Context: an optimization exercise on an open-source flow, tuned for small area, a short achievable clock period and few clock cycles per item. The choices shown serve that exercise and are no tape-out recipe. Function was checked by simulation only, so behaviour that the tests miss may differ from the original. The clock port is modelled as an ideal driver; clocking choices that lean on that would not hold on a real chip.

==> flow/design.v (outline; a module is shown in full before it is edited, if it fits) <==
// module scaleg: 929 lines
// module add32: 76 lines
// module bk_add: 40 lines
// module scale_acc: 82 lines
module scale_acc (
    input  wire        clk,
    input  wire        rst,           
    input  wire        in_valid,
    output wire        in_ready,
    input  wire        in_first,      
    input  wire        in_last,       
    input  wire [31:0] in_bias,
    input  wire [47:0] in_s,
    input  wire [15:0] in_x,
    input  wire [15:0] in_sm,
    input  wire [15:0] in_sx,
    output reg         res_valid,
    output wire [31:0] res_word,
    output wire        res_code_special,
    output wire [7:0]  res_scale_sat,
    output wire [7:0]  res_acc_sat,
    output wire [7:0]  res_flush_zero
);
  // ...
==> flow/flow/run.sh <==
#!/bin/bash
# Layout flow: the standard flow (standard.sh) with two changes.
#  1. After the standard synthesis, polar_fix.py lets full adders absorb the
#     inverters around them (a full adder fed complemented inputs gives
#     complemented outputs). Registers and their names are untouched.
#  2. Ports are buffered with sky130_fd_sc_hd__buf_2 (every port still gets
#     its own buffer).
# Each tool's output goes to a log file of its own in the work folder.
set -euo pipefail
R=orfs/results/${FLOW_PLATFORM:-sky130hd}/scale_acc/base

bash standard.sh synth > synth.log 2>&1
cp $R/1_2_yosys.v 1_2_yosys.standard.v
python3 flow/polar_fix.py 1_2_yosys.standard.v $R/1_2_yosys.polar.v > polar_fix.log 2>&1
mv $R/1_2_yosys.polar.v $R/1_2_yosys.v
rm -f $R/1_synth.odb $R/1_synth.sdc
bash standard.sh synth > synth_odb.log 2>&1

export BUFFER_PORTS_ARGS="-buffer_cell sky130_fd_sc_hd__buf_2"
bash standard.sh finish > layout.log 2>&1
==> flow/flow/polar_fix.py <==
#!/usr/bin/env python3
"""Rewrite a flat yosys gate netlist (sky130hd) so that full adders absorb inverters.

A full adder is self-dual: FA(~a, ~b, ~c) = (~cout, ~sum). Each fa cell may therefore
be "flipped": it is fed the complements of its inputs and its outputs then carry the
complements of their logical values. A greedy search picks the flips that need the fewest
inverters; the netlist is then rebuilt with one inverter per net that some load needs
complemented. Inverters that drive a module port are kept as they are.

usage: polar_fix.py IN.v OUT.v
"""
import re
import sys
from collections import defaultdict

src = open(sys.argv[1]).read()
inst_re = re.compile(r'^  (sky130_fd_sc_hd__\w+)\s+(\S+)\s*\((.*?)\n  \);\n', re.S | re.M)
pin_re = re.compile(r'\.(\w+)\(([^()]*)\)')

OUTP = {'X', 'Y', 'Q', 'Q_N', 'SUM', 'COUT', 'HI', 'LO'}
cells = []                      # [type, name, [(pin, net)]]
spans = []
for m in inst_re.finditer(src):
    typ, name, body = m.groups()
    pins = [(p, n.strip()) for p, n in pin_re.findall(body)]
    cells.append([typ, name, pins])
    spans.append((m.start(), m.end()))
if not cells:
    sys.exit('no cells found')
head = src[:spans[0][0]]
tail = src[spans[-1][1]:]
between = ''.join(src[spans[i][1]:spans[i + 1][0]] for i in range(len(spans) - 1))
if between.strip():
    sys.exit('unexpected text between cells')

# ports
ports = set()
for m in re.finditer(r'^\s*(input|output)\s+(\[(\d+):(\d+)\]\s+)?(\w+);', head, re.M):
    d, _, hi, lo, nm = m.groups()
    if hi is None:
        ports.add(nm)
    else:
        for b in range(min(int(hi), int(lo)), max(int(hi), int(lo)) + 1):
            ports.add(f'{nm}[{b}]')

isinv = lambda t: t.startswith('sky130_fd_sc_hd__inv_') or t.startswith('sky130_fd_sc_hd__clkinv_')
isfa = lambda t: t.startswith('sky130_fd_sc_hd__fa_')

drv = {}
for i, (t, n, pins) in enumerate(cells):
    for p, net in pins:
        if p in OUTP:
            drv[net] = (i, p)

def removable_inv(i):
    t, n, pins = cells[i]
    return isinv(t) and dict(pins)['Y'] not in ports

def root(net):
    par = 0
    while net in drv and removable_inv(drv[net][0]):
        net = dict(cells[drv[net][0]][2])['A']
        par ^= 1
    return net, par

loads = defaultdict(list)       # root -> [(cell, pin index, parity)]
for i, (t, n, pins) in enumerate(cells):
    if removable_inv(i):
        continue
    for k, (p, net) in enumerate(pins):
        if p in OUTP:
            continue
        r, par = root(net)
        loads[r].append((i, k, par))

# an FA whose output is a port net keeps its polarity
fixed = set()
for i, (t, n, pins) in enumerate(cells):
    if isfa(t) and any(p in OUTP and net in ports for p, net in pins):
        fixed.add(i)

flag = defaultdict(int)
def fdrv(r):
    if r in drv and isfa(cells[drv[r][0]][0]):
        return flag[drv[r][0]]
    return 0

def netcost(r):
    fd = fdrv(r)
    for (i, k, par) in loads[r]:
        if par ^ fd ^ (flag[i] if isfa(cells[i][0]) else 0):
            return 1
    return 0

touch = defaultdict(set)
for r, ls in loads.items():
    for (i, k, par) in ls:
        touch[i].add(r)
    if r in drv:
        touch[drv[r][0]].add(r)

fa = [i for i, c in enumerate(cells) if isfa(c[0]) and i not in fixed]
ninv0 = sum(1 for c in cells if isinv(c[0]))
for it in range(20):
    changed = 0
    for i in fa:
        before = sum(netcost(r) for r in touch[i])
        flag[i] ^= 1
        after = sum(netcost(r) for r in touch[i])
        if after < before:
            changed += 1
        else:
            flag[i] ^= 1
    if not changed:
        break

# rebuild
new_cells = []
inv_of = {}
new_wires = []
def inverted(r):
    if r not in inv_of:
        nm = f'_polinv_{len(inv_of)}_'
        inv_of[r] = nm
        new_wires.append(nm)
        new_cells.append(['sky130_fd_sc_hd__inv_2', f'_polinvc_{len(inv_of)}_', [('A', r), ('Y', nm)]])
    return inv_of[r]

out_cells = []
for i, (t, n, pins) in enumerate(cells):
    if removable_inv(i):
        continue
    newpins = []
    for k, (p, net) in enumerate(pins):
        if p in OUTP:
            newpins.append((p, net))
            continue
        r, par = root(net)
        need = par ^ fdrv(r) ^ (flag[i] if isfa(t) else 0)
        newpins.append((p, inverted(r) if need else r))
    out_cells.append([t, n, newpins])
out_cells += new_cells

used = set()
for t, n, pins in out_cells:
    for p, net in pins:
        used.add(re.sub(r'\[\d+\]$', '', net))

# drop declarations of scalar wires no longer used
def keep_decl(line):
    m = re.match(r'^\s*wire\s+(_\w+_);\s*$', line)
    return not (m and m.group(1) not in used)
head_lines = [l for l in head.split('\n') if keep_decl(l)]
head = '\n'.join(head_lines)
head += ''.join(f'  wire {w};\n' for w in new_wires)

def fmt(c):
    t, n, pins = c
    body = ',\n'.join(f'    .{p}({net}{" " if net.startswith(chr(92)) else ""})' for p, net in pins)
    return f'  {t} {n} (\n{body}\n  );\n'

open(sys.argv[2], 'w').write(head + ''.join(fmt(c) for c in out_cells) + tail)
ninv1 = sum(1 for c in out_cells if isinv(c[0]))
print(f'polar_fix: {sum(flag.values())} full adders flipped; inverters {ninv0} -> {ninv1}')
==> flow/standard.sh <==
#!/bin/bash
# synth_recipe.tcl (not shown) runs the flow's synth.tcl, then flattens the netlist and writes it again
# the make line also repeats each setting of config.mk as NAME=value (left out here)
make -C /OpenROAD-flow-scripts/flow DESIGN_CONFIG=/design/flow/config.mk WORK_HOME=/design/flow/orfs CLKGATE_MAP_FILE= SYNTH_SCRIPT=/design/flow/synth_recipe.tcl "${@:-finish}"
==> flow/config.mk <==
export PLATFORM = sky130hd
export DESIGN_NAME = scale_acc
export DESIGN_NICKNAME = scale_acc
export VERILOG_FILES = /design/flow/design.v
export SDC_FILE = /design/flow/constraint.sdc
export NUM_CORES = 4
export LEC_CHECK = 0
export ABC_AREA = 1
export CAP_MARGIN = 60
export CORE_MARGIN = 2
export CORE_UTILIZATION = 60
export PLACE_DENSITY = 0.7
export SLEW_MARGIN = 60
==> flow/constraint.sdc <==
create_clock -name core_clock -period 55.0 [get_ports {clk}]
set_input_delay 11.0000 -clock core_clock [delete_from_list [all_inputs] [get_ports {clk}]]
set_output_delay 11.0000 -clock core_clock [all_outputs]
set_load 0.01 [all_outputs]
==> results by group, run 1 <==
CTS
  – Root Driver: clkbuf_16
  – Post_cts resized: 0
  – H-tree depth: 1

Placement
  – I/O Buffers: 190
  – Pre-CTS setup slack: 42.50 ns

Die
  – Core footprint: 68,300 um2
  – Chip Height: 266 um
  – Tap Cells: 882
  – I/O pins: 192

Critical path
  – Worst flop-to-flop path startpoint: f1$_DFF_P_
  – Crit Path Class: reg -> reg
  – Critical path origin: f1$_DFF_P_
  – R2r setup slk: 42.19 ns
  – Most used cell, CP: nand2_1

Finish
  – Post-layout nets: 6,651
  – Data buffer area share: 0.0392
  – Seq cells: 258
  – Most frequent cells in the layout: nand2_1, inv_2, xor2_1
  – Number of flip-flops in the largest register: 48
  – Fin cells: 6,765
  – Biggest register: s0

Outcome
  – Status: no timing/DRC/antenna violations

Timing
  – Final Skew: 0.0333 ns

Yosys
  – Synth warnings: 5
  – Mapped Avg Cell Area: 7.03 um2

Global route
  – Met3 GRT Util: 0.137
  – Grt met2 use: 0.600
  – GRT Overall Usage: 0.411
  – GR Util met1: 0.571
  – Grt total ovfl: 0
  – Initial antenna violation count: 3

Drt
  – Routed length on met3: 21,300 um
Testbench counts, summed over its fixed seeds: cycles 26,970, groups 26,946.
==> module scale_acc, before the edit <==
module scale_acc (
    input  wire        clk,
    input  wire        rst,           
    input  wire        in_valid,
    output wire        in_ready,
    input  wire        in_first,      
    input  wire        in_last,       
    input  wire [31:0] in_bias,
    input  wire [47:0] in_s,
    input  wire [15:0] in_x,
    input  wire [15:0] in_sm,
    input  wire [15:0] in_sx,
    output reg         res_valid,
    output wire [31:0] res_word,
    output wire        res_code_special,
    output wire [7:0]  res_scale_sat,
    output wire [7:0]  res_acc_sat,
    output wire [7:0]  res_flush_zero
);
    assign in_ready = 1'b1;
    reg        v0, f0, l0;
    reg [31:0] b0;
    reg [47:0] s0;
    reg [15:0] x0, sm0, sx0;
    always @(posedge clk) begin
        v0  <= ~rst & in_valid;
        f0  <= in_first;
        l0  <= in_last;
        b0  <= in_bias;
        s0  <= in_s;
        x0  <= in_x;
        sm0 <= in_sm;
        sx0 <= in_sx;
    end
    wire [31:0] g_word;
    wire        g_sat, g_flush;
    scaleg u_scale (
        .s(s0), .x(x0), .sm(sm0), .sx(sx0),
        .word(g_word), .sat(g_sat), .flush(g_flush)
    );
    wire        b_special = (b0[30:23] == 8'hFF);
    wire [31:0] b_norm    = b_special ? {b0[31], 31'h7F7F_FFFF} :
                            (b0[30:23] == 8'h00) ? 32'd0 : b0;
    reg        f1, l1, gs1, gf1, bs1;
    reg [31:0] g1, bn1;
    always @(posedge clk) begin
        f1  <= v0 & f0;
        l1  <= ~rst & v0 & l0;
        g1  <= v0 ? g_word : 32'd0;
        gs1 <= v0 & g_sat;
        gf1 <= v0 & g_flush;
        bn1 <= b_norm;
        bs1 <= b_special;
    end
    reg [31:0] acc;
    reg        code_special;
    reg [7:0]  ss_cnt, as_cnt, fz_cnt;
    wire [31:0] sum_word;
    wire        sum_sat, sum_flush;
    add32 u_add (
        .a(f1 ? bn1 : acc), .b(g1),
        .word(sum_word), .sat(sum_sat), .flush(sum_flush)
    );
    wire [7:0] ss_base = f1 ? 8'd0 : ss_cnt;
    wire [7:0] as_base = f1 ? 8'd0 : as_cnt;
    wire [7:0] fz_base = (f1 ? 8'd0 : fz_cnt) + {7'd0, gf1};
    wire [7:0] as_inc  = as_base + 8'd1;
    wire [7:0] fz_inc  = fz_base + 8'd1;
    always @(posedge clk) begin
        res_valid    <= ~rst & l1;
        acc          <= sum_word;
        code_special <= f1 ? bs1 : code_special;
        ss_cnt       <= ss_base + {7'd0, gs1};
        as_cnt       <= sum_sat ? as_inc : as_base;
        fz_cnt       <= sum_flush ? fz_inc : fz_base;
    end
    assign res_word         = acc;
    assign res_code_special = code_special;
    assign res_scale_sat    = ss_cnt;
    assign res_acc_sat      = as_cnt;
    assign res_flush_zero   = fz_cnt;
endmodule
==> run 2, diff against run 1 <==
--- a/flow/design.v
+++ b/flow/design.v
@@ -881,17 +881,19 @@
     wire dd811 = dd566 ^ dd685 ^ dd684;
     wire dd812 = (dd566 & dd685) | (dd566 & dd684) | (dd685 & dd684);
     wire dd813 = (a[46] & sm[15]) ^ dd687 ^ dd686;
     wire dd814 = ((a[46] & sm[15]) & dd687) | ((a[46] & sm[15]) & dd686) | (dd687 & dd686);
     wire dd815 = ~bneg[7] ^ (a[47] & sm[15]) ^ dd688;
     wire dd816 = (~bneg[7] & (a[47] & sm[15])) | (~bneg[7] & dd688) | ((a[47] & sm[15]) & dd688);
     wire [63:0] dd_r0 = {dd815, dd813, dd811, dd809, dd807, dd805, dd803, dd801, dd799, dd797, dd795, dd793, dd791, dd789, dd787, dd785, dd783, dd781, dd779, dd777, dd775, dd773, dd771, dd769, dd767, dd765, dd763, dd761, dd759, dd757, dd755, dd753, dd751, dd749, dd747, dd745, dd743, dd741, dd739, dd737, dd735, dd733, dd731, dd729, dd727, dd725, dd723, dd721, dd719, dd717, dd715, dd713, dd711, dd709, dd707, dd705, dd703, dd701, dd699, dd697, dd695, dd693, dd691, (sg & sm[0])};
     wire [63:0] dd_r1 = {dd814, dd812, dd810, dd808, dd806, dd804, dd802, dd800, dd798, dd796, dd794, dd792, dd790, dd788, dd786, dd784, dd782, dd780, dd778, dd776, dd774, dd772, dd770, dd768, dd766, dd764, dd762, dd760, dd758, dd756, dd754, dd752, dd750, dd748, dd746, dd744, dd742, dd740, dd738, dd736, dd734, dd732, dd730, dd728, dd726, dd724, dd722, dd720, dd718, dd716, dd714, dd712, dd710, dd708, dd706, dd704, dd702, dd700, dd698, dd696, dd694, dd692, dd690, dd689};
-    wire [63:0] p = dd_r0 + dd_r1;                 
+    wire [63:0] p;                                 
+    wire        p_co;
+    sk_add #(.W(64)) u_pa (.x(dd_r0), .y(dd_r1), .ci(1'b0), .s(p), .co(p_co));
     wire        pz = (s == 48'd0) | (sm == 16'd0);
     wire [6:0]  lza = lzc64({16'd0, a}) - 7'd16;           
     wire [6:0]  lzm = lzc64({sm, 48'hFFFF_FFFF_FFFF});     
     wire [6:0]  k   = lza + lzm - 7'd1;                    
     wire [63:0] t5 = k[5] ? {p[31:0], 32'd0}  : p;
     wire [63:0] t4 = k[4] ? {t5[47:0], 16'd0} : t5;
     wire [63:0] t3 = k[3] ? {t4[55:0], 8'd0}  : t4;
     wire [63:0] t2 = k[2] ? {t3[59:0], 4'd0}  : t3;
@@ -1038,16 +1040,57 @@
                 P[i] = P[i] & P[i-st];
             end
         s[0] = p[0] ^ ci;
         for (i = 1; i < W; i = i + 1)
             s[i] = p[i] ^ G[i-1];
         co = G[W-1];
     end
 endmodule
+module sk_add #(
+    parameter W = 64
+) (
+    input  wire [W-1:0] x,
+    input  wire [W-1:0] y,
+    input  wire         ci,
+    output reg  [W-1:0] s,
+    output reg          co
+);
+    localparam N = (W <= 2) ? 2 : (W <= 4) ? 4 : (W <= 8) ? 8 : (W <= 16) ? 16 :
+                   (W <= 32) ? 32 : 64;
+    reg [N-1:0] g, p, G, P, G2, P2;
+    integer i, st;
+    always @(*) begin
+        g = {N{1'b0}};
+        p = {N{1'b0}};
+        for (i = 0; i < W; i = i + 1) begin
+            g[i] = x[i] & y[i];
+            p[i] = x[i] ^ y[i];
+        end
+        g[0] = g[0] | (p[0] & ci);
+        G = g;
+        P = p;
+        P[0] = 1'b0;
+        for (st = 1; st < N; st = st * 2) begin
+            G2 = G;
+            P2 = P;
+            for (i = 0; i < N; i = i + 1)
+                if ((i / st) % 2 == 1) begin
+                    G2[i] = G[i] | (P[i] & G[(i / st) * st - 1]);
+                    P2[i] = P[i] & P[(i / st) * st - 1];
+                end
+            G = G2;
+            P = P2;
+        end
+        s[0] = p[0] ^ ci;
+        for (i = 1; i < W; i = i + 1)
+            s[i] = p[i] ^ G[i-1];
+        co = G[W-1];
+    end
+endmodule
 module scale_acc (
     input  wire        clk,
     input  wire        rst,           
     input  wire        in_valid,
     output wire        in_ready,
     input  wire        in_first,      
     input  wire        in_last,       
     input  wire [31:0] in_bias,
@@ -1082,46 +1125,46 @@
     scaleg u_scale (
         .s(s0), .x(x0), .sm(sm0), .sx(sx0),
         .word(g_word), .sat(g_sat), .flush(g_flush)
     );
     wire        b_special = (b0[30:23] == 8'hFF);
     wire [31:0] b_norm    = b_special ? {b0[31], 31'h7F7F_FFFF} :
                             (b0[30:23] == 8'h00) ? 32'd0 : b0;
     reg        f1, l1, gs1, gf1, bs1;
-    reg [31:0] g1, bn1;
+    reg [31:0] g1;
     always @(posedge clk) begin
         f1  <= v0 & f0;
         l1  <= ~rst & v0 & l0;
         g1  <= v0 ? g_word : 32'd0;
         gs1 <= v0 & g_sat;
         gf1 <= v0 & g_flush;
-        bn1 <= b_norm;
         bs1 <= b_special;
     end
-    reg [31:0] acc;
+    reg [31:0] acc, res_q;
     reg        code_special;
     reg [7:0]  ss_cnt, as_cnt, fz_cnt;
     wire [31:0] sum_word;
     wire        sum_sat, sum_flush;
     add32 u_add (
-        .a(f1 ? bn1 : acc), .b(g1),
+        .a(acc), .b(g1),
         .word(sum_word), .sat(sum_sat), .flush(sum_flush)
     );
     wire [7:0] ss_base = f1 ? 8'd0 : ss_cnt;
     wire [7:0] as_base = f1 ? 8'd0 : as_cnt;
     wire [7:0] fz_base = (f1 ? 8'd0 : fz_cnt) + {7'd0, gf1};
     wire [7:0] as_inc  = as_base + 8'd1;
     wire [7:0] fz_inc  = fz_base + 8'd1;
     always @(posedge clk) begin
         res_valid    <= ~rst & l1;
-        acc          <= sum_word;
+        acc          <= (v0 & f0) ? b_norm : sum_word;
+        res_q        <= sum_word;
         code_special <= f1 ? bs1 : code_special;
         ss_cnt       <= ss_base + {7'd0, gs1};
         as_cnt       <= sum_sat ? as_inc : as_base;
         fz_cnt       <= sum_flush ? fz_inc : fz_base;
     end
-    assign res_word         = acc;
+    assign res_word         = res_q;
     assign res_code_special = code_special;
     assign res_scale_sat    = ss_cnt;
     assign res_acc_sat      = as_cnt;
     assign res_flush_zero   = fz_cnt;
 endmodule
==> flow/flow/run.sh (replaced) <==
#!/bin/bash
# Layout flow: the standard flow (standard.sh) with two changes.
#  1. After the standard synthesis, polar_fix.py lets full adders absorb the
#     inverters around them (a full adder fed complemented inputs gives
#     complemented outputs). Registers and their names are untouched.
#  2. Ports are buffered with sky130_fd_sc_hd__buf_2 (every port still gets
#     its own buffer).
#  3. After CTS, the flip-flops that drive output ports are upsized
#     (flow/upsize_out.tcl).
# Each tool's output goes to a log file of its own in the work folder.
set -euo pipefail
R=orfs/results/${FLOW_PLATFORM:-sky130hd}/scale_acc/base

bash standard.sh synth > synth.log 2>&1
cp $R/1_2_yosys.v 1_2_yosys.standard.v
python3 flow/polar_fix.py 1_2_yosys.standard.v $R/1_2_yosys.polar.v > polar_fix.log 2>&1
mv $R/1_2_yosys.polar.v $R/1_2_yosys.v
rm -f $R/1_synth.odb $R/1_synth.sdc
bash standard.sh synth > synth_odb.log 2>&1

export BUFFER_PORTS_ARGS="-buffer_cell sky130_fd_sc_hd__buf_2"
export POST_CTS_TCL="$(pwd)/flow/upsize_out.tcl"
bash standard.sh finish > layout.log 2>&1
==> flow/flow/upsize_out.tcl (new file) <==
# Hook run after CTS (POST_CTS_TCL): the flip-flops whose outputs feed an
# output port's buffer get the strongest drive of their cell type, then the
# placement is legalised again.
set block [ord::get_db_block]
set n 0
foreach bterm [$block getBTerms] {
  if {[$bterm getIoType] ne "OUTPUT"} { continue }
  set net [$bterm getNet]
  if {$net eq "NULL"} { continue }
  foreach it [$net getITerms] {
    if {![$it isOutputSignal]} { continue }
    foreach bi [[$it getInst] getITerms] {
      if {![$bi isInputSignal]} { continue }
      set n2 [$bi getNet]
      if {$n2 eq "NULL"} { continue }
      foreach d [$n2 getITerms] {
        if {![$d isOutputSignal]} { continue }
        set ff [$d getInst]
        if {[regexp {^sky130_fd_sc_hd__dfxtp_[12]$} [[$ff getMaster] getName]]} {
          replace_cell [$ff getName] sky130_fd_sc_hd__dfxtp_4
          incr n
        }
      }
    }
  }
}
puts "upsize_out: $n flip-flops driving output ports upsized"
detailed_placement
check_placement -verbose
estimate_parasitics -placement
==> flow/config.mk (replaced) <==
export PLATFORM = sky130hd
export DESIGN_NAME = scale_acc
export DESIGN_NICKNAME = scale_acc
export VERILOG_FILES = /design/flow/design.v
export SDC_FILE = /design/flow/constraint.sdc
export NUM_CORES = 4
export LEC_CHECK = 0
export ABC_AREA = 1
export CAP_MARGIN = 60
export CORE_MARGIN = 2
export CORE_UTILIZATION = 65
export PLACE_DENSITY = 0.75
export SLEW_MARGIN = 60
==> run 2 against run 1 <==
Still clean on timing, DRC and antenna. Final cell count decreased by 3.0%. Sequential share of layout area increased by 0.63 points. Worst hold slack improved by 0.030 ns. Maximum frequency increased by 6.0%. Register-to-register slack improved by 1.0 ns. Setup slack improved by 0.72 ns. Critical path depth decreased by 65. Via count decreased by 0.33%. Global-route usage increased by 3.4 points. Die area decreased by 9.0%. Utilization increased by 6.1 points. Largest cell class unchanged.
==> results by group, run 2 <==
Outcome
  – Status: no timing/DRC/antenna violations

Timing
  – Final Skew: 0.0222 ns (-0.0111 ns)
  – Max-slew violations: 0
  – Final Critical Period: 12.09 ns
  – Hold Vio Cnt, Final: 0
  – RSZ-0062 raised after global routing: false
  – FMAX: 82.7 MHz
  – Fin crit share: 0.220
  – Count of final setup violators: 0
  – Worst hold margin: 0.400 ns
  – Setup TNS after final layout: 0 ns
  – Setup WS post-layout: 42.91 ns
  – Slew headroom: 0.551
  – Actual slew at the worst max-slew pin: 0.667 ns

Critical path
  – Crit-path max FO: 4
  – CP arrival: 1.09 ns
  – CP peak stage delay: 0.37 ns
  – CP Capture Type: primary output
  – Critical Path RT: 44.00 ns
  – Buf/Inv on CP: 1
  – Crit Path Class: reg -> out
  – CP startpoint kind: flip-flop
  – Max stage delay cell, worst path: dfxtp_4
  – Cell Chain, Critical Path: buf_2
  – Top delay family on crit path: flip-flops

Global route
  – Grt total ovfl: 0 (unchanged)
  – Initial antenna violation count: 5 (+2)
  – GRT Overall Usage: 0.445 (+0.0340)
  – First-pass GRT wire length: 223,000 um
  – Vias in the first global route: 40,100
  – Largest net degree at the start of global routing: 71

CTS
  – Clock tree from TritonCTS: built
  – Clock Latency Late Sink: 0.59 ns
  – Clk slew on worst S/H paths: 0.06 ns
  – CTS sink count: 258

Finish
  – Commonest non-fill, non-tap cell in the layout: nand2_1
  – Area growth syn-to-layout: 7.64%
  – Fraction of layout cells with a size suffix above 1: 0.233
  – Reg area: 5400 um2
  – Multi-input gate area: 31,600 um2
  – Most frequent cells in the layout: nand2_1, inv_2, xor2_1
  – Post-layout nets: 6,498 (-2.3%)
  – Fin cells: 6,564 (-3.0%)
  – Fillcell total: 5,363
  – Number of flip-flops in the largest register: 48 (unchanged)
  – Biggest register: s0

Drt
  – Initial DRC Count: 5,483
  – DRT Pass-1 Iters: 9
  – WL final: 144,000 um
  – DR vias: 41,700
  – Antenna viol nets, final: 0
  – Remaining DRCs: 0
  – Vias per inst: 6.35
  – DR WL/cell: 22.0 um

Yosys
  – Mapped Avg Cell Area: 7.11 um2 (+1.1%)
  – Area of the mapped netlist: 40,600 um2
  – Syn nets: 6,501
  – Syn Inst Count: 5,706
  – Synth warnings: 6 (+1)

Die
  – Initial core utilization: 0.657
  – Die W: 254 um
  – Core footprint: 61,700 um2 (-9.7%)
  – Chip Height: 254 um (-4.6%)
  – Rows: 91
  – I/O pins: 192 (unchanged)
  – DIE AREA: 64,400 um2

Placement
  – Pre-CTS setup slack: 43.18 ns (+0.682 ns)
  – I/O Buffers: 190 (unchanged)
  – Gp weighted congestion: 1.01
  – Placed Cells: 6,510
  – Dpl hpwl: 107,000 um

Hold path
  – HP Class: reg -> reg

Run
  – Max Cap Violations: 0
==> run 2: metal layers <==
layer / global-route usage / up-vias / share of wire
met3: 0.147 / 630 / 0.15
met5: 0.0201 / - / 0.0011
li1: - / 18700 / -
met1: 0.602 / 19300 / 0.39
met4: 0.178 / 6 / 0.050
met2: 0.650 / 2963 / 0.41
==> run 2: metrics by stage <==
stage / utilization / area, um2
2_1_floorplan: - / 40600
3_3_place_gp: 0.680 / 42000
3_5_place_dp: 0.687 / 42400
5_1_grt: 0.707 / 43700
6_report: 0.708 / 43700
==> run 2: final cells by class <==
type	count	share of cell area
Inverter	773	0.0667
Sequential cell	258	0.124
Multi-Input combinational cell	4369	0.724
Clock inverter	14	0.00413
Clock buffer	35	0.0178
Timing Repair Buffer	273	0.0394
Tap cell	837	0.0240
Antenna cell	5	0.000287
==> run 2: path summary, 6_finish.rpt <==
check / startpoint / endpoint / slack, ns / depth (start not counted)
max: fz_cnt[2]$_DFF_P_ / res_flush_zero[2] / 42.91 / 1
max reg2reg: g1[23]$_SDFF_PP0_ / as_cnt[2]$_DFF_P_ / 43.22 / 64
min reg2reg: l1$_DFF_P_ / res_valid$_DFF_P_ / 0.40 / 2
min: l1$_DFF_P_ / res_valid$_DFF_P_ / 0.40 / 2
Testbench counts of run 2, summed over its fixed seeds: cycles 26,970, groups 26,946.
==> run 3, diff against run 2 <==
--- a/flow/config.mk
+++ b/flow/config.mk
@@ -8,6 +8,8 @@
 export ABC_AREA = 1
 export CAP_MARGIN = 60
 export CORE_MARGIN = 2
-export CORE_UTILIZATION = 65
-export PLACE_DENSITY = 0.75
+export CORE_UTILIZATION = 70
+export CTS_CLUSTER_DIAMETER = 80
+export CTS_CLUSTER_SIZE = 25
+export PLACE_DENSITY = 0.8
 export SLEW_MARGIN = 60
==> run 3 against run 2 <==
Still clean. Setup slack worse by 0.074 ns. Die area shrank 7.0%. Maximum frequency decreased by 0.61%. Wire length is 1.8% lower. Utilization grew 4.8 points. Count of clock-buffer cells in the layout fell by 10.
==> results by group, run 3 <==
Finish
  – Number of flip-flops in the largest register: 48 (unchanged)
  – Multi-input gate area: 31,700 um2 (+0.26%)
  – Post-layout nets: 6,483 (-0.23%)
  – Area growth syn-to-layout: 7.07%
  – Fraction of layout cells with a size suffix above 1: 0.232 (-0.00129)
  – Final Cell Area: 43,400 um2 (-0.53%)
  – Fin cells: 6,477 (-1.3%)
  – Most frequent cells in the layout: nand2_1, inv_2, xor2_1
  – Fillcell total: 4,604 (-14%)
  – Commonest non-fill, non-tap cell in the layout: nand2_1
  – Biggest register: s0
  – Reg area: 5400 um2 (+0.12%)
  – Fin util: 0.756 (+0.0481)

Drt
  – DR vias: 41,800 (+0.20%)
  – Antenna viol nets, final: 0 (unchanged)
  – DRT Pass-1 Iters: 8 (-1)
  – Remaining DRCs: 0 (unchanged)
  – DR WL/cell: 21.8 um (-0.52%)
  – Initial DRC Count: 5,650 (+3.0%)
  – DR top layer: met5
  – Vias per inst: 6.45 (+1.5%)
  – WL final: 141,000 um (-1.8%)
  – Metal-1 WL: 52,000 um (-6.9%)
  – Routed length on met3: 22,900 um (+7.0%)
  – Routed wl met2: 58,300 um (-2.0%)

Yosys
  – Synth warnings: 6 (unchanged)
  – Syn nets: 6,501 (unchanged)
  – Area of the mapped netlist: 40,600 um2 (unchanged)
  – Mapped Avg Cell Area: 7.11 um2 (unchanged)
  – Syn Inst Count: 5,706 (unchanged)

Timing
  – Setup TNS after final layout: 0 ns (unchanged)
  – Max-slew violations: 0 (unchanged)
  – Hold Vio Cnt, Final: 0 (unchanged)
  – Slew headroom: 0.528 (-0.0227)
  – Final Critical Period: 12.17 ns (+0.0741 ns)
  – Actual slew at the worst max-slew pin: 0.700 ns (+0.0339 ns)
  – RSZ-0062 raised after global routing: false
  – Count of final setup violators: 0 (unchanged)
  – Fin crit share: 0.221 (+0.00135)
  – FMAX: 82.2 MHz (-0.61%)
  – Final Skew: 0.0415 ns (+0.0193 ns)

Critical path
  – Crit Path Class: reg -> out
  – Top delay family on crit path: flip-flops
  – Critical Path RT: 44.00 ns (about the same)
  – CP Capture Type: primary output
  – R2r setup slk: 42.85 ns (-0.37 ns)
  – CP startpoint kind: flip-flop
  – CP peak stage delay: 0.43 ns (+0.06 ns)
  – Crit-path max FO: 1 (-3)
  – Max stage delay cell, worst path: edfxtp_1
  – CP arrival: 1.17 ns (+0.08 ns)
  – Buf/Inv on CP: 1 (unchanged)
  – Cell Chain, Critical Path: buf_2

Die
  – Chip Height: 245 um (-3.6%)
  – I/O pins: 192 (unchanged)
  – Initial core utilization: 0.706 (+0.0485)
  – DIE AREA: 59,900 um2 (-7.0%)
  – Rows: 88 (-3.3%)
  – Die W: 245 um (-3.6%)
  – Core footprint: 57,500 um2 (-6.9%)

Placement
  – Post-DP Area: 42,200 um2 (-0.45%)
  – Dpl hpwl: 105,000 um (-2.1%)
  – Placed Cells: 6,426 (-1.3%)
  – I/O Buffers: 190 (unchanged)
  – Gp weighted congestion: 1.07 (+5.8%)

CTS
  – Clock Latency Late Sink: 0.57 ns (-0.02 ns)
  – Clk slew on worst S/H paths: 0.10 ns (+0.04 ns)
  – CTS sink count: 258 (unchanged)
  – Clock tree from TritonCTS: built

Hold path
  – HP Class: reg -> reg

Global route
  – First-pass GRT wire length: 218,000 um (-1.9%)
  – GRT Overall Usage: 0.466 (+0.0210)
  – Initial antenna violation count: 9 (+4)
  – Largest net degree at the start of global routing: 70 (-1.4%)
  – Vias in the first global route: 40,600 (+1.1%)
  – Grt total ovfl: 0 (unchanged)

Outcome
  – Status: no timing/DRC/antenna violations

Run
  – Max Cap Violations: 0 (unchanged)
[run 3: area by class of cell]
type | count | share of cell area
Antenna cell | 10 | 0.000576
Sequential cell | 258 | 0.124
Timing Repair Buffer | 265 | 0.0380
Multi-Input combinational cell | 4369 | 0.730
Tap cell | 765 | 0.0220
Clock buffer | 25 | 0.0124
Inverter | 773 | 0.0672
Clock inverter | 12 | 0.00559
[run 3: path summary, 6_finish.rpt]
kind	start	endpoint	depth (start not counted)
setup / recovery	code_special$_DFFE_PP_	res_code_special	1
hold / removal	l1$_DFF_P_	res_valid$_DFF_P_	2
setup reg to reg	s0[47]$_DFF_P_	g1[23]$_SDFF_PP0_	56
hold reg to reg	l1$_DFF_P_	res_valid$_DFF_P_	2
[run 3: worst reg2reg max path, delay by kind of cell (launching register included)]
| kind | cells | cell delay [ns] |
|---|---|---|
| DFF | 1 | 0.61 |
| xor gates and xnor gates | 3 | 0.74 |
| adders and majority gates | 8 | 3.21 |
| buffers and inverters | 10 | 1.79 |
| AOI/OAI and AO/OA | 6 | 1.53 |
| and+or+nand+nor | 29 | 4.12 |
[run 3: routing by layer]
| metal | vias to the layer above | GRT usage |
|---|---|---|
| met3 | 741 | 0.185 |
| met4 | 4 | 0.222 |
| met5 | - | 0 |
| met1 | 19300 | 0.605 |
| li1 | 18700 | - |
| met2 | 3014 | 0.676 |
[run 3: stage by stage]
| stage | hold WS, ns | worst slack (ns) |
|---|---|---|
| finish | 0.403 | 42.83 |
| global route | 0.431 | 41.68 |
| detailed placement | 0.394 | 42.83 |
| global placement | 0.398 | 42.27 |
| floorplan | 0.386 | 43.61 |
==> module add32, before the edit <==
module add32 (
    input  wire [31:0] a,
    input  wire [31:0] b,
    output wire [31:0] word,
    output wire        sat,
    output wire        flush
);
    function [4:0] lzc32;
        input [31:0] v;
        reg [15:0] v1; reg [15:0] c1;
        reg [7:0]  v2; reg [15:0] c2;
        reg [3:0]  v3; reg [11:0] c3;
        reg [1:0]  v4; reg [7:0]  c4;
        integer i;
        begin
            for (i = 0; i < 16; i = i + 1) begin
                v1[i] = v[2*i+1] | v[2*i];
                c1[i] = ~v[2*i+1];
            end
            for (i = 0; i < 8; i = i + 1) begin
                v2[i] = v1[2*i+1] | v1[2*i];
                c2[2*i +: 2] = v1[2*i+1] ? {1'b0, c1[2*i+1]} : {1'b1, c1[2*i]};
            end
            for (i = 0; i < 4; i = i + 1) begin
                v3[i] = v2[2*i+1] | v2[2*i];
                c3[3*i +: 3] = v2[2*i+1] ? {1'b0, c2[2*(2*i+1) +: 2]} : {1'b1, c2[2*(2*i) +: 2]};
            end
            for (i = 0; i < 2; i = i + 1) begin
                v4[i] = v3[2*i+1] | v3[2*i];
                c4[4*i +: 4] = v3[2*i+1] ? {1'b0, c3[3*(2*i+1) +: 3]} : {1'b1, c3[3*(2*i) +: 3]};
            end
            lzc32 = v4[1] ? {1'b0, c4[7:4]} : {1'b1, c4[3:0]};
        end
    endfunction
    wire [30:0] cmp_s;
    wire        cmp_co;                             
    bk_add #(.W(31)) u_cmp (.x(a[30:0]), .y(~b[30:0]), .ci(1'b1), .s(cmp_s), .co(cmp_co));
    wire        swap = ~cmp_co;
    wire [31:0] hi   = swap ? b : a;
    wire [31:0] lo   = swap ? a : b;
    wire [8:0]  dab  = {1'b0, a[30:23]} - {1'b0, b[30:23]};
    wire [7:0]  dba  = b[30:23] - a[30:23];
    wire [7:0]  d    = dab[8] ? dba : dab[7:0];
    wire        hz   = (hi[30:23] == 8'd0);         
    wire [23:0] mhi  = {1'b1, hi[22:0]};
    wire [23:0] mlo  = {(lo[30:23] != 8'd0), lo[22:0]};
    wire [25:0] lof  = {mlo, 2'b00};
    wire        big  = (d[7:5] != 3'd0);
    wire [25:0] losh = big ? 26'd0 : (lof >> d[4:0]);
    wire [31:0] mask = ~({32{1'b1}} << d[4:0]);
    wire        stk  = big ? (mlo != 24'd0) : ((lof & mask[25:0]) != 26'd0);
    wire [26:0] al   = {losh, stk};
    wire [26:0] hf   = {mhi, 3'b000};
    wire        sub  = a[31] ^ b[31];
    wire [27:0] sum;
    wire        sum_co;
    bk_add #(.W(28)) u_sum (.x({1'b0, hf}), .y({sub, al ^ {27{sub}}}), .ci(sub), .s(sum), .co(sum_co));
    wire        sz   = (sum == 28'd0);
    wire [4:0]  lz   = lzc32({sum, 4'hF});
    wire [27:0] norm = sum << lz;
    wire [23:0] mant = norm[27:4];
    wire        rbit = norm[3];
    wire        stck = |norm[2:0];
    wire        up   = rbit & (stck | mant[0]);
    wire        carry = up & (&mant[22:0]);
    wire [9:0]  eb0 = {2'b0, hi[30:23]} + 10'd1 - {5'd0, lz};
    wire        e_sat   = ~eb0[9] & ((eb0[8:0] > 9'd254) | ((eb0[8:0] == 9'd254) & carry));
    wire        e_flush = eb0[9] | ((eb0 == 10'd0) & ~carry);
    wire [30:0] mag;
    wire        mag_co;
    bk_add #(.W(31)) u_inc (.x({eb0[7:0], mant[22:0]}), .y(31'd0), .ci(up), .s(mag), .co(mag_co));
    wire        zero = hz | sz;
    assign sat   = ~zero & e_sat;
    assign flush = ~zero & ~e_sat & e_flush;
    assign word  = (zero | e_flush) ? 32'd0 : e_sat ? {hi[31], 31'h7F7F_FFFF} : {hi[31], mag};
endmodule
==> run 4, diff against run 3 <==
--- a/flow/design.v
+++ b/flow/design.v
@@ -963,10 +963,7 @@
             lzc32 = v4[1] ? {1'b0, c4[7:4]} : {1'b1, c4[3:0]};
         end
     endfunction
-    wire [30:0] cmp_s;
-    wire        cmp_co;                             
-    bk_add #(.W(31)) u_cmp (.x(a[30:0]), .y(~b[30:0]), .ci(1'b1), .s(cmp_s), .co(cmp_co));
-    wire        swap = ~cmp_co;
+    wire        swap = (b[30:0] > a[30:0]);
     wire [31:0] hi   = swap ? b : a;
     wire [31:0] lo   = swap ? a : b;
     wire [8:0]  dab  = {1'b0, a[30:23]} - {1'b0, b[30:23]};
--- a/flow/config.mk
+++ b/flow/config.mk
@@ -8,8 +8,6 @@
 export ABC_AREA = 1
 export CAP_MARGIN = 60
 export CORE_MARGIN = 2
-export CORE_UTILIZATION = 70
-export CTS_CLUSTER_DIAMETER = 80
-export CTS_CLUSTER_SIZE = 25
-export PLACE_DENSITY = 0.8
+export CORE_UTILIZATION = 65
+export PLACE_DENSITY = 0.75
 export SLEW_MARGIN = 60
==> run 4 against run 3 <==
Still clean. Count of clock-buffer cells in the layout up 13. Critical path type unchanged. Synthesized cell count is 2.4% higher. Flip-flop and latch count stayed put.
==> results by group, run 4 <==
Global route
  – Vias in the first global route: 40,900 (+0.80%)
  – Initial antenna violation count: 4 (-5)
  – Largest net degree at the start of global routing: 91 (+30%)
  – First-pass GRT wire length: 228,000 um (+4.2%)
  – Grt total ovfl: 0 (unchanged)
  – GRT Overall Usage: 0.441 (-0.0243)

Critical path
  – Crit-path max FO: 1 (unchanged)
  – Buf/Inv on CP: 1 (unchanged)
  – Top delay family on crit path: flip-flops
  – Critical Path RT: 44.00 ns (about the same)
  – CP arrival: 1.15 ns (-0.02 ns)
  – Critical R2R Capture: acc[23]$_DFF_P_
  – Crit Path Class: reg -> out
  – CP startpoint kind: flip-flop
  – CP peak stage delay: 0.38 ns (-0.05 ns)
  – Max stage delay cell, worst path: edfxtp_1
  – CP Capture Type: primary output
  – Cell Chain, Critical Path: buf_2
  – R2R cell count: 58 (+3.6%)
  – R2r setup slk: 43.22 ns (+0.37 ns)
  – Worst flop-to-flop path startpoint: g1[29]$_SDFF_PP0_

Drt
  – WL final: 147,000 um (+4.0%)
  – Remaining DRCs: 0 (unchanged)
  – DR WL/cell: 21.9 um (+0.41%)
  – Vias per inst: 6.34 (-1.7%)
  – Antenna viol nets, final: 0 (unchanged)
  – DR vias: 42,500 (+1.8%)
  – DRT Pass-1 Iters: 9 (+1)
  – Initial DRC Count: 5,552 (-1.7%)

Die
  – DIE AREA: 65,300 um2 (+9.1%)
  – I/O pins: 192 (unchanged)
  – Chip Height: 256 um (+4.4%)
  – Rows: 92 (+4.5%)
  – Initial core utilization: 0.655 (-0.0510)
  – Die W: 256 um (+4.4%)
  – Core footprint: 62,900 um2 (+9.4%)

Finish
  – Area growth syn-to-layout: 7.24%
  – Biggest register: s0
  – Number of flip-flops in the largest register: 48 (unchanged)
  – Post-layout nets: 6,626 (+2.2%)
  – Fillcell total: 5,456 (+19%)
  – Most frequent cells in the layout: nand2_1, inv_2, nand3_1
  – Fraction of layout cells with a size suffix above 1: 0.234 (+0.00175)
  – Fin util: 0.702 (-0.0535)
  – Commonest non-fill, non-tap cell in the layout: nand2_1

Run
  – Max Cap Violations: 0 (unchanged)

Hold path
  – Hold Path Stages: 0 (-2)
  – Hold Path Sink: code_special$_DFFE_PP_
  – HP Class: reg -> reg
  – Worst Min Path Start: bs1$_DFF_P_

Timing
  – Count of final setup violators: 0 (unchanged)
  – Setup TNS after final layout: 0 ns (unchanged)
  – Actual slew at the worst max-slew pin: 0.690 ns (-0.0103 ns)
  – Final Critical Period: 12.15 ns (-0.0143 ns)
  – Hold Vio Cnt, Final: 0 (unchanged)
  – RSZ-0062 raised after global routing: false
  – Final Skew: 0.0702 ns (+0.0288 ns)
  – Max-slew violations: 0 (unchanged)
  – Slew headroom: 0.535 (+0.00696)
  – FMAX: 82.3 MHz (+0.12%)
  – Worst hold margin: 0.420 ns (+0.0172 ns)
  – Fin crit share: 0.221 (-0.000260)

CTS
  – CTS sink count: 258 (unchanged)
  – Clock tree from TritonCTS: built
  – Clock Latency Late Sink: 0.63 ns (+0.06 ns)
  – Clk slew on worst S/H paths: 0.06 ns (-0.04 ns)

Yosys
  – Mapped Avg Cell Area: 7.05 um2 (-0.90%)
  – Area of the mapped netlist: 41,200 um2 (+1.4%)
  – Syn Inst Count: 5,841 (+2.4%)
  – Synth warnings: 6 (unchanged)
  – Syn nets: 6,636 (+2.1%)

Outcome
  – Status: no timing/DRC/antenna violations

Placement
  – Gp weighted congestion: 1.08 (+1.1%)
  – Dpl hpwl: 109,000 um (+4.4%)
  – I/O Buffers: 190 (unchanged)
==> run 4: area by class of cell <==
class / instances / area, um2 / share of cell area
Sequential cell: 258 / 5400 / 0.122
Inverter: 796 / 3000 / 0.0680
Timing Repair Buffer: 275 / 1650 / 0.0375
Clock buffer: 38 / 821 / 0.0186
Tap cell: 846 / 1060 / 0.0240
Antenna cell: 8 / 20.0 / 0.000454
Clock inverter: 15 / 186 / 0.00422
Multi-Input combinational cell: 4470 / 32000 / 0.725
==> run 4: worst max-delay path by stage <==
stage,from,to,slack [ns],cells after the start
2_1_floorplan,code_special$_DFFE_PP_,res_code_special,43.61,0
3_3_place_gp,g1[29]$_SDFF_PP0_,acc[11]$_DFF_P_,43.25,58
3_5_place_dp,ss_cnt[4]$_DFF_P_,res_scale_sat[4],43.45,1
5_1_grt,g1[29]$_SDFF_PP0_,acc[23]$_DFF_P_,42.28,58
6_report,code_special$_DFFE_PP_,res_code_special,42.85,1
==> run 4: metrics by stage <==
stage / instance area, um2 / instances / setup slack, ns
global placement: 42500 / 6637 / 43.25
global route: 44100 / 6698 / 42.28
finish: 44100 / 6706 / 42.85
floorplan: 41200 / 5841 / 43.61
detailed placement: 42800 / 6644 / 43.45
==> run 4: layer usage <==
| metal | routed length [um] | global-route usage |
|---|---|---|
| met1 | 57100 | 0.588 |
| met3 | 22300 | 0.169 |
| met5 | 474 | 0.0154 |
| met4 | 6760 | 0.178 |
| met2 | 60400 | 0.641 |
Testbench counts of run 4, summed over its fixed seeds: cycles 26,970, groups 26,946.
==> run 5, diff against run 4 <==
--- a/flow/design.v
+++ b/flow/design.v
@@ -963,7 +963,10 @@
             lzc32 = v4[1] ? {1'b0, c4[7:4]} : {1'b1, c4[3:0]};
         end
     endfunction
-    wire        swap = (b[30:0] > a[30:0]);
+    wire [30:0] cmp_s;
+    wire        cmp_co;                             
+    bk_add #(.W(31)) u_cmp (.x(a[30:0]), .y(~b[30:0]), .ci(1'b1), .s(cmp_s), .co(cmp_co));
+    wire        swap = ~cmp_co;
     wire [31:0] hi   = swap ? b : a;
     wire [31:0] lo   = swap ? a : b;
     wire [8:0]  dab  = {1'b0, a[30:23]} - {1'b0, b[30:23]};
--- a/flow/flow/run.sh
+++ b/flow/flow/run.sh
@@ -1,8 +1,9 @@
 #!/bin/bash
-# Layout flow: the standard flow (standard.sh) with two changes.
+# Layout flow: the standard flow (standard.sh) with these changes.
 #  1. After the standard synthesis, polar_fix.py lets full adders absorb the
 #     inverters around them (a full adder fed complemented inputs gives
-#     complemented outputs). Registers and their names are untouched.
+#     complemented outputs); a half adder fed two complemented signals becomes
+#     xor2 + nor2. Registers and their names are untouched.
 #  2. Ports are buffered with sky130_fd_sc_hd__buf_2 (every port still gets
 #     its own buffer).
 #  3. After CTS, the flip-flops that drive output ports are upsized
--- a/flow/flow/polar_fix.py
+++ b/flow/flow/polar_fix.py
@@ -3,7 +3,9 @@
 
 A full adder is self-dual: FA(~a, ~b, ~c) = (~cout, ~sum). Each fa cell may therefore
 be "flipped": it is fed the complements of its inputs and its outputs then carry the
-complements of their logical values. A greedy search picks the flips that need the fewest
+complements of their logical values. A half adder fed two complemented signals is
+replaced by xor2 + nor2 of the signals themselves ((~x) ^ (~y) = x ^ y and
+(~x) & (~y) = ~(x | y)). A greedy search picks the flips that need the fewest
 inverters; the netlist is then rebuilt with one inverter per net that some load needs
 complemented. Inverters that drive a module port are kept as they are.
 
@@ -85,10 +87,22 @@
         return flag[drv[r][0]]
     return 0
 
+isha = lambda t: t.startswith('sky130_fd_sc_hd__ha_')
+ha_in = {}
+for i, (t, n, pins) in enumerate(cells):
+    if isha(t):
+        ha_in[i] = [k for k, (p, _) in enumerate(pins) if p in ('A', 'B')]
+
+def raw_need(i, k):
+    r, par = root(cells[i][2][k][1])
+    return par ^ fdrv(r) ^ (flag[i] if isfa(cells[i][0]) else 0)
+
 def netcost(r):
     fd = fdrv(r)
     for (i, k, par) in loads[r]:
         if par ^ fd ^ (flag[i] if isfa(cells[i][0]) else 0):
+            if i in ha_in and all(raw_need(i, kk) for kk in ha_in[i]):
+                continue            # this half adder will be split instead
             return 1
     return 0
 
@@ -98,6 +112,16 @@
         touch[i].add(r)
     if r in drv:
         touch[drv[r][0]].add(r)
+for i in list(touch):
+    if not isfa(cells[i][0]):
+        continue
+    extra = set()
+    for r in touch[i]:
+        for (j, k, par) in loads[r]:
+            if j in ha_in:
+                for kk in ha_in[j]:
+                    extra.add(root(cells[j][2][kk][1])[0])
+    touch[i] |= extra
 
 fa = [i for i, c in enumerate(cells) if isfa(c[0]) and i not in fixed]
 ninv0 = sum(1 for c in cells if isinv(c[0]))
@@ -114,6 +138,25 @@
     if not changed:
         break
 
+# a half adder fed two complemented signals becomes xor2 + nor2 of the signals
+# themselves: (~x) ^ (~y) = x ^ y and (~x) & (~y) = ~(x | y)
+def need_of(i, k):
+    t, n, pins = cells[i]
+    r, par = root(pins[k][1])
+    return par ^ fdrv(r) ^ (flag[i] if isfa(t) else 0)
+nconv = 0
+for i, (t, n, pins) in enumerate(cells):
+    if not isha(t):
+        continue
+    d = dict(pins)
+    ka = [k for k, (p, _) in enumerate(pins) if p == 'A'][0]
+    kb = [k for k, (p, _) in enumerate(pins) if p == 'B'][0]
+    if need_of(i, ka) and need_of(i, kb):
+        ra, rb = root(d['A'])[0], root(d['B'])[0]
+        # the new cells are fed the roots directly (no inversion needed)
+        cells[i] = ['@HA2', n, [('A', ra), ('B', rb), ('COUT', d['COUT']), ('SUM', d['SUM'])]]
+        nconv += 1
+
 # rebuild
 new_cells = []
 inv_of = {}
@@ -128,6 +171,11 @@
 
 out_cells = []
 for i, (t, n, pins) in enumerate(cells):
+    if t == '@HA2':
+        d = dict(pins)
+        out_cells.append(['sky130_fd_sc_hd__xor2_1', f'_polhax_{i}_', [('A', d['A']), ('B', d['B']), ('X', d['SUM'])]])
+        out_cells.append(['sky130_fd_sc_hd__nor2_1', f'_polhan_{i}_', [('A', d['A']), ('B', d['B']), ('Y', d['COUT'])]])
+        continue
     if removable_inv(i):
         continue
     newpins = []
@@ -161,4 +209,4 @@
 
 open(sys.argv[2], 'w').write(head + ''.join(fmt(c) for c in out_cells) + tail)
 ninv1 = sum(1 for c in out_cells if isinv(c[0]))
-print(f'polar_fix: {sum(flag.values())} full adders flipped; inverters {ninv0} -> {ninv1}')
+print(f'polar_fix: {sum(flag.values())} full adders flipped, {nconv} half adders split; inverters {ninv0} -> {ninv1}')
==> run 5 against run 4 <==
Register-to-register slack worse by 0.39 ns. Synthesized cell count is 3.0% lower. Global-route usage down 0.92 points. Maximum frequency down 0.15%. Worst hold slack worse by 0.012 ns. Utilization is 0.25 points higher. Via count down 3.8%. Critical path depth increased by 59. Setup slack worse by 0.018 ns. Critical path type is now reg -> reg.
==> results by group, run 5 <==
Outcome
  – Status: no timing/DRC/antenna violations

Placement
  – Gp weighted congestion: 1.02 (-5.9%)
  – Post-DP Area: 41,900 um2 (-2.2%)
  – Dpl hpwl: 105,000 um (-4.3%)
  – Placed Cells: 6,414 (-3.5%)
  – I/O Buffers: 190 (unchanged)
  – Pre-CTS setup slack: 42.79 ns (-0.668 ns)

Global route
  – First-pass GRT wire length: 215,000 um (-5.3%)
  – Grt total ovfl: 0 (unchanged)
  – Largest net degree at the start of global routing: 85 (-6.6%)
  – Vias in the first global route: 38,800 (-5.1%)
  – GRT Overall Usage: 0.432 (-0.00917)
  – Initial antenna violation count: 5 (+1)

Critical path
  – CP peak stage delay: 0.54 ns (+0.16 ns)
  – Top delay family on crit path: simple AND/OR/NAND/NOR gates
  – Max stage delay cell, worst path: buf_6
  – CP Capture Type: flip-flop
  – Crit Path Class: reg -> reg
  – CP startpoint kind: flip-flop
  – Critical Path RT: 55.47 ns (+11.47 ns)
  – Buf/Inv on CP: 11 (+10)
  – Crit-path max FO: 51 (+50)
  – CP arrival: 12.64 ns (+11.49 ns)
  – Most used cell, CP: nand2_1

Die
  – DIE AREA: 63,800 um2 (-2.3%)
  – Chip Height: 253 um (-1.2%)
  – Rows: 91 (-1.1%)
  – I/O pins: 192 (unchanged)
  – Initial core utilization: 0.655 (about the same)
  – Die W: 253 um (-1.2%)
  – Core footprint: 61,400 um2 (-2.4%)

Timing
  – FMAX: 82.2 MHz (-0.15%)
  – Worst hold margin: 0.409 ns (-0.0115 ns)
  – Setup WS post-layout: 42.83 ns (-0.0177 ns)
  – Fin crit share: 0.221 (+0.000322)
  – Final Skew: 0.0351 ns (-0.0352 ns)
  – Final Critical Period: 12.17 ns (+0.0177 ns)
  – Count of final setup violators: 0 (unchanged)
  – Actual slew at the worst max-slew pin: 0.684 ns (-0.00581 ns)
  – RSZ-0062 raised after global routing: false
  – Slew headroom: 0.541 (+0.00567)
  – Setup TNS after final layout: 0 ns (unchanged)
  – Hold Vio Cnt, Final: 0 (unchanged)
  – Max-slew violations: 0 (unchanged)

Finish
  – Fraction of layout cells with a size suffix above 1: 0.219 (-0.0143)
  – Fillcell total: 5,275 (-3.3%)
  – Number of flip-flops in the largest register: 48 (unchanged)
  – Post-layout nets: 6,393 (-3.5%)
  – Most frequent cells in the layout: nand2_1, inv_2, xor2_1
  – Fin cells: 6,473 (-3.5%)
  – Multi-input gate area: 31,700 um2 (-0.91%)
  – Area growth syn-to-layout: 7.61%
  – Biggest register: s0
  – Final Cell Area: 43,200 um2 (-2.0%)
  – Reg area: 5400 um2 (about the same)
  – Commonest non-fill, non-tap cell in the layout: nand2_1

Drt
  – Antenna viol nets, final: 0 (unchanged)
  – Vias per inst: 6.32 (-0.33%)
  – DRT Pass-1 Iters: 8 (-1)
  – Initial DRC Count: 5,087 (-8.4%)
  – DR WL/cell: 21.6 um (-1.4%)
  – Remaining DRCs: 0 (unchanged)
  – WL final: 140,000 um (-4.9%)
  – DR vias: 40,900 (-3.8%)

CTS
  – Clock tree from TritonCTS: built
  – Clk slew on worst S/H paths: 0.09 ns (+0.03 ns)
  – CTS sink count: 258 (unchanged)
  – Clock Latency Late Sink: 0.61 ns (-0.02 ns)

Yosys
  – Synth warnings: 6 (unchanged)
  – Area of the mapped netlist: 40,200 um2 (-2.4%)
  – Syn nets: 6,401 (-3.5%)
  – Mapped Avg Cell Area: 7.09 um2 (+0.68%)
  – Syn Inst Count: 5,665 (-3.0%)

Hold path
  – HP Class: reg -> reg

Run
  – Max Cap Violations: 0 (unchanged)
==> run 5: layer usage <==
layer | vias to the layer above | wire length [um] | GRT usage
met3 | 493 | 20000 | 0.141
met4 | 4 | 6100 | 0.164
met2 | 2669 | 58500 | 0.641
li1 | 18700 | - | -
met5 | - | 27 | 0.00154
met1 | 19100 | 55300 | 0.584
==> run 5: worst paths after layout <==
kind	startpoint	end	slack, ns	cells after the start
worst min register to register	bs1$_DFF_P_	code_special$_DFFE_PP_	0.41	0
worst max register to register	sm0[1]$_DFF_P_	g1[23]$_SDFF_PP0_	42.83	60
worst min-delay path	bs1$_DFF_P_	code_special$_DFFE_PP_	0.41	0
worst max-delay path	sm0[1]$_DFF_P_	g1[23]$_SDFF_PP0_	42.83	60
==> run 5: final cells by class <==
| type | instances | area share |
|---|---|---|
| Antenna cell | 5 | 0.000289 |
| Sequential cell | 258 | 0.125 |
| Clock inverter | 16 | 0.00446 |
| Timing Repair Buffer | 267 | 0.0370 |
| Inverter | 674 | 0.0588 |
| Tap cell | 790 | 0.0229 |
| Multi-Input combinational cell | 4427 | 0.733 |
| Clock buffer | 36 | 0.0185 |
==> run 5: worst register-to-register path, delay by kind of cell (launching register included) <==
| family | cells | cell delay, ns |
|---|---|---|
| adders and majority gates | 6 | 2.05 |
| and+or+nand+nor | 31 | 4.01 |
| AOI/OAI and AO/OA | 9 | 2.47 |
| xor gates and xnor gates | 3 | 0.71 |
| buffers and inverters | 11 | 2.28 |
| DFF | 1 | 0.53 |
==> run 5: through the flow <==
step | utilization
after global placement | 0.676
after global routing | 0.705
after floorplan | -
after detailed placement | 0.682
final | 0.705
Testbench counts of run 5, summed over its fixed seeds: cycles 26,970, groups 26,946.
==> run 6, diff against run 5 <==
--- a/flow/design.v
+++ b/flow/design.v
@@ -963,10 +963,7 @@
             lzc32 = v4[1] ? {1'b0, c4[7:4]} : {1'b1, c4[3:0]};
         end
     endfunction
-    wire [30:0] cmp_s;
-    wire        cmp_co;                             
-    bk_add #(.W(31)) u_cmp (.x(a[30:0]), .y(~b[30:0]), .ci(1'b1), .s(cmp_s), .co(cmp_co));
-    wire        swap = ~cmp_co;
+    wire        swap = (b[30:0] > a[30:0]);
     wire [31:0] hi   = swap ? b : a;
     wire [31:0] lo   = swap ? a : b;
     wire [8:0]  dab  = {1'b0, a[30:23]} - {1'b0, b[30:23]};
==> run 6 against run 5 <==
Still clean on timing, DRC and antenna. Area after synthesis grew 1.5%. Wire length grew 3.2%. Via count grew 3.0%. Highest routed layer is now met4.
==> results by group, run 6 <==
Outcome
  – Status: no timing/DRC/antenna violations

Die
  – Core footprint: 61,900 um2 (+0.93%)
  – DIE AREA: 64,800 um2 (+1.5%)
  – Initial core utilization: 0.659 (+0.00390)
  – I/O pins: 192 (unchanged)
  – Die W: 255 um (+0.75%)
  – Rows: 91 (unchanged)
  – Chip Height: 255 um (+0.75%)

Drt
  – Initial DRC Count: 5,318 (+4.5%)
  – Remaining DRCs: 0 (unchanged)
  – DR vias: 42,100 (+3.0%)
  – Vias per inst: 6.33 (+0.23%)
  – DRT Pass-1 Iters: 9 (+1)
  – DR WL/cell: 21.7 um (+0.40%)
  – Antenna viol nets, final: 0 (unchanged)
  – WL final: 144,000 um (+3.2%)

Critical path
  – R2r setup slk: 43.57 ns (+0.74 ns)
  – Top delay family on crit path: flip-flops
  – R2R cell count: 49 (-18%)
  – Critical Path RT: 44.00 ns (-11.47 ns)
  – Crit-path max FO: 1 (-98%)
  – CP startpoint kind: flip-flop
  – Worst flop-to-flop path startpoint: sm0[1]$_DFF_P_
  – Buf/Inv on CP: 1 (-10)
  – CP arrival: 1.10 ns (-11.54 ns)
  – Max stage delay cell, worst path: edfxtp_1
  – Critical R2R Capture: g1[23]$_SDFF_PP0_
  – CP peak stage delay: 0.36 ns (-0.18 ns)
  – Cell Chain, Critical Path: buf_2
  – CP Capture Type: primary output
  – Crit Path Class: reg -> out

CTS
  – Clk slew on worst S/H paths: 0.06 ns (-0.03 ns)
  – Clock tree from TritonCTS: built
  – Clock Latency Late Sink: 0.61 ns (about the same)
  – CTS sink count: 258 (unchanged)

Yosys
  – Mapped Avg Cell Area: 7.03 um2 (-0.87%)
  – Syn Inst Count: 5,802 (+2.4%)
  – Syn nets: 6,542 (+2.2%)
  – Area of the mapped netlist: 40,800 um2 (+1.5%)
  – Synth warnings: 6 (unchanged)

Finish
  – Area growth syn-to-layout: 7.36%
  – Reg area: 5410 um2 (+0.12%)
  – Fillcell total: 5,338 (+1.2%)
  – Number of flip-flops in the largest register: 48 (unchanged)
  – Multi-input gate area: 32,000 um2 (+0.97%)
  – Commonest non-fill, non-tap cell in the layout: nand2_1
  – Final Cell Area: 43,800 um2 (+1.3%)
  – Most frequent cells in the layout: nand2_1, inv_2, nand3_1
  – Post-layout nets: 6,529 (+2.1%)
  – Fraction of layout cells with a size suffix above 1: 0.220 (+0.000795)
  – Biggest register: s0

Global route
  – Vias in the first global route: 39,500 (+1.7%)
  – GRT Overall Usage: 0.438 (+0.00582)
  – Largest net degree at the start of global routing: 92 (+8.2%)
  – Initial antenna violation count: 3 (-2)
  – First-pass GRT wire length: 220,000 um (+2.2%)
  – Grt total ovfl: 0 (unchanged)

Timing
  – Final Skew: 0.0327 ns (-0.00237 ns)
  – Worst hold margin: 0.407 ns (-0.00163 ns)
  – Count of final setup violators: 0 (unchanged)
  – RSZ-0062 raised after global routing: false
  – FMAX: 82.7 MHz (+0.60%)
  – Final Critical Period: 12.10 ns (-0.0728 ns)
  – Max-slew violations: 0 (unchanged)
  – Fin crit share: 0.220 (-0.00132)
  – Hold Vio Cnt, Final: 0 (unchanged)
  – Actual slew at the worst max-slew pin: 0.729 ns (+0.0442 ns)
  – Setup TNS after final layout: 0 ns (unchanged)
  – Slew headroom: 0.513 (-0.0280)

Placement
  – Post-DP Area: 42,500 um2 (+1.5%)
  – Gp weighted congestion: 1.05 (+2.8%)
  – Dpl hpwl: 107,000 um (+2.3%)
  – I/O Buffers: 190 (unchanged)

Hold path
  – Hold Path Sink: code_special$_DFFE_PP_
  – Hold Path Stages: 0 (unchanged)
  – HP Class: reg -> reg
  – Worst Min Path Start: bs1$_DFF_P_

Run
  – Max Cap Violations: 0 (unchanged)
[run 6: worst max-delay path by stage]
| stage | start | endpoint | slack (ns) | cells after the start |
|---|---|---|---|---|
| 2_1_floorplan | code_special$_DFFE_PP_ | res_code_special | 43.61 | 0 |
| 3_3_place_gp | g1[23]$_SDFF_PP0_ | acc[0]$_DFF_P_ | 42.89 | 53 |
| 3_5_place_dp | fz_cnt[2]$_DFF_P_ | res_flush_zero[2] | 43.47 | 1 |
| 5_1_grt | g1[23]$_SDFF_PP0_ | acc[0]$_DFF_P_ | 42.60 | 59 |
| 6_report | code_special$_DFFE_PP_ | res_code_special | 42.90 | 1 |
[run 6: final cells by class]
| class | count | area share |
|---|---|---|
| antenna | 4 | 0.000229 |
| tap | 837 | 0.0239 |
| sequential | 258 | 0.123 |
| multi-input combinational | 4525 | 0.731 |
| clock inverter | 19 | 0.00551 |
| clock buffer | 35 | 0.0173 |
| inverter | 702 | 0.0604 |
| timing repair buffer | 273 | 0.0385 |
[run 6: per-layer routing]
layer,track usage,up-vias,wire length (um)
met2,0.628,2905,58800
met4,0.175,0,6950
met5,0,-,0
li1,-,19100,-
met3,0.174,575,22600
met1,0.589,19500,56000
[run 6: worst register-to-register path: cells and delay by family (launching register included)]
kind	cells	cell delay, ns
buffers and inverters	6	1.21
AOI/OAI and AO/OA	9	1.80
xor gates and xnor gates	4	0.81
DFF	1	0.49
adders and majority gates	7	3.01
and+or+nand+nor	23	3.98
[run 6: stage by stage]
stage / setup slack, ns / util / instances
6_report: 42.90 / 0.707 / 6653
3_5_place_dp: 43.47 / 0.686 / 6592
5_1_grt: 42.60 / 0.707 / 6651
3_3_place_gp: 42.89 / 0.680 / 6584
2_1_floorplan: 43.61 / - / 5802
Testbench counts of run 6, summed over its fixed seeds: cycles 26,970, groups 26,946.

## what the ideal ports hide
No port has a modelled driver above. Below, the same layouts with a new extraction and two added sets of constraints. Step 1, drivers: a clkbuf_16 drives clk and a buf_2 each remaining input, both assumed. Step 2 adds t to the input delays and takes it off the output delays; t is the mean of the earliest and latest rising clock arrival at the registers after step 1. Input paths then give back, and output paths get back, about the clock's delay inside the block. a / b / c = ideal ports / drivers / drivers and shift; a / b = the first two.
run | shift t [ns] | setup WS [ns] | hold slack, ns
run 1 | 0.667 | 42.187 / 42.187 / 42.187 | 0.370 / 0.370 / 0.370
run 2 | 0.645 | 42.908 / 42.843 / 43.225 | 0.400 / 0.400 / 0.400
run 3 | 0.622 | 42.834 / 42.768 / 42.853 | 0.403 / 0.403 / 0.403
run 4 | 0.667 | 42.849 / 42.781 / 43.218 | 0.420 / 0.420 / 0.420
run 5 | 0.659 | 42.831 / 42.804 / 42.831 | 0.409 / 0.409 / 0.409
run 6 | 0.667 | 42.904 / 42.835 / 43.502 | 0.407 / 0.407 / 0.407
After both steps setup and hold are still met in every run listed.
